This is an optimization exercise on Yosys and OpenROAD, whose aim is small area, a short achievable clock period and few clock cycles per item, not a production implementation.
The RTL was checked by simulation tests, not by an equivalence proof against the original design.
Power is estimated from default activity; no workload was simulated.

== job 8056 ==
// bfp_encoder
module bfp_encoder (
    input  wire          clk,
    input  wire          rst,
    input  wire          in_valid,
    output wire          in_ready,
    input  wire [1023:0] in_data,      
    input  wire [1:0]    in_fmt,       
    input  wire          in_nudge,     
    input  wire          in_stoch,     
    input  wire          in_reseed,    
    input  wire [15:0]   in_seed,
    output wire          out_valid,
    input  wire          out_ready,
    output wire [527:0]  out_block,    
    output wire [3:0]    out_flags     
);
Size in the first run: ~20000 cells after synthesis, ~3200 flip-flops, about 1600 I/O pins, roughly 0.19 mm² of cells after synthesis.
==> flow/config.mk <==
export PLATFORM = sky130hd
export DESIGN_NAME = bfp_encoder
export DESIGN_NICKNAME = bfp_encoder
export VERILOG_FILES = /design/flow/design.v
export SDC_FILE = /design/flow/constraint.sdc
export NUM_CORES = 8
export LEC_CHECK = 0
export ABC_CLOCK_PERIOD_IN_PS = 40000
export CAP_MARGIN = 20
export CORE_MARGIN = 2
export CORE_UTILIZATION = 40
export SETUP_SLACK_MARGIN = 1.0
export SLEW_MARGIN = 20
==> flow/constraint.sdc <==
create_clock -name core_clock -period 55.0 [get_ports {clk}]
set_input_delay 11.0000 -clock core_clock [delete_from_list [all_inputs] [get_ports {clk}]]
set_output_delay 11.0000 -clock core_clock [all_outputs]
set_load 0.01 [all_outputs]
standard.sh (not shown) runs the stock make flow with config.mk's settings and CLKGATE_MAP_FILE= SYNTH_SCRIPT=/design/flow/synth_recipe.tcl, a recipe that flattens the netlist after the stock synthesis.
==> flow/flow/run.sh <==
#!/bin/bash
# Layout flow: the standard synthesis unchanged, then the standard ORFS
# layout with plain buffers on the ports, larger clock-sink clusters (a
# smaller, shallower clock tree), and timing repair aimed at the period the
# design can reach (a larger setup margin at the same clock).
set -euo pipefail
MARGIN=${MARGIN:-43}
bash standard.sh synth > synth.log 2>&1
bash standard.sh SETUP_SLACK_MARGIN=$MARGIN CORE_UTILIZATION=45 \
    CAP_MARGIN=30 SLEW_MARGIN=30 \
    CTS_CLUSTER_SIZE=24 CTS_CLUSTER_DIAMETER=80 \
    BUFFER_PORTS_ARGS="-buffer_cell sky130_fd_sc_hd__buf_2" finish > layout.log 2>&1
Job 8056 | status: complete | timing, DRC, antenna: pass
Testbench counts of job 8056, summed over its fixed seeds: cycles 4,128, blocks 4,096.
What job 9724 does differently from job 8056 at the input level:
==> flow/flow/run.sh <==
#!/bin/bash
# Layout flow: the standard synthesis unchanged, then the standard ORFS
# layout with plain buffers on the ports, larger clock-sink clusters (a
# smaller, shallower clock tree), and timing repair aimed at the period the
# design can reach (a larger setup margin at the same clock).
set -euo pipefail
MARGIN=${MARGIN:-42.25}
bash standard.sh synth > synth.log 2>&1
bash standard.sh SETUP_SLACK_MARGIN=$MARGIN CORE_UTILIZATION=45 \
    CAP_MARGIN=30 SLEW_MARGIN=30 \
    CTS_CLUSTER_SIZE=27 CTS_CLUSTER_DIAMETER=90 \
    BUFFER_PORTS_ARGS="-buffer_cell sky130_fd_sc_hd__buf_1" finish > layout.log 2>&1
[summary]
Job 9724 vs. job 8056: count of placed standard cells including taps shows no meaningful change, power consumed by sequential cells did not really move, net count of the finished layout shrank by about 0.46%, via count down 1.0%.
Diff job 8056 -> job 9724: total routed wirelength went down 1.3%; clock power share down 0.4 points; number of inserted diodes has decreased.
Job 8056 → job 9724: count of cells resized by post-cts repair saw a decrease, setup slack after placement saw an increase, cell count saw a decrease.
Run comparison: job 9724 end point of the critical path out_block[512]; job 8056 end point of the critical path out_block[249]
Relative to job 9724, the following input files were edited for job 8637:
==> flow/flow/run.sh <==
#!/bin/bash
# Layout flow: the standard synthesis unchanged, then the standard ORFS
# layout with plain buffers on the ports, larger clock-sink clusters (a
# smaller, shallower clock tree), and timing repair aimed at the period the
# design can reach (a larger setup margin at the same clock).
set -euo pipefail
MARGIN=${MARGIN:-42.5}
bash standard.sh synth > synth.log 2>&1
bash standard.sh SETUP_SLACK_MARGIN=$MARGIN CORE_UTILIZATION=40 \
    CAP_MARGIN=30 SLEW_MARGIN=30 \
    CTS_CLUSTER_SIZE=24 CTS_CLUSTER_DIAMETER=80 \
    BUFFER_PORTS_ARGS="-buffer_cell sky130_fd_sc_hd__buf_2" finish > layout.log 2>&1
Findings:
The global routing met3 resource utilization in job 8637 sits 2.6 points below the value recorded for job 9724.
| hold slack | job 8637 vs job 9724 | worse |
Comparing job 8637 and job 9724, the lower aggregate routed wire length was measured on job 9724.
The run showing the greater clock latency at the later pin of the worst-skew pair is job 9724.
The lower worst setup slack of job 8637 and job 9724 is in job 9724.
NOTE: fraction of cell area in non-clock buffers in job 8637 exceeds that of job 9724
Job 8637 ends up with a fraction of the core area covered by cells at the end of the flow that is 4.4 points lower than in job 9724.
Compared with job 9724, job 8637 shows a minimum period implied by the final worst setup slack that is 0.038 ns lower.
In the reports for job 8637 and job 9724, the smaller signal arrival time at the worst endpoint belongs to job 8637.
Job 8637 — largest stage delay on the critical path 0.03 ns lower, job 9724 as reference
Job 9724 ended up with fewer cell instances than job 8637 did.

[afterwards: timing with drivers on the ports]
How much do the figures lean on ideal ports? The routed layouts below were timed once more, with nothing changed but the port constraints. Step 1 assumes that a clkbuf_16 drives the clock port and a buf_2 every other input. Step 2 times the ports against the registers' clock, not the clock port: input delays grow and output delays shrink by t, the midpoint of the rising clock arrivals with the driver on. a / b / c = no drivers / after step 1 / after step 2; a / b = the first two.
run | t (ns) | setup WS [ns] | hold slack, ns | slew at the worst register clock pin (ns) | worst data-port slew with drivers (ns)
job 8056 | 1.147 | 42.114 / 41.971 / 41.986 | 0.428 / 0.428 / 0.428 | 0.11 / 0.11 | 0.35
job 9724 | 1.142 | 42.132 / 41.987 / 41.261 | 0.430 / 0.430 / 0.430 | 0.12 / 0.12 | 0.33
job 8637 | 1.120 | 42.170 / 42.029 / 41.516 | 0.426 / 0.426 / 0.426 | 0.11 / 0.11 | 0.26
After both steps every run listed still meets setup and hold. For job 9724, which loses most, drivers alone change the setup slack by -0.145 ns; drivers and shift together by -0.871 ns.
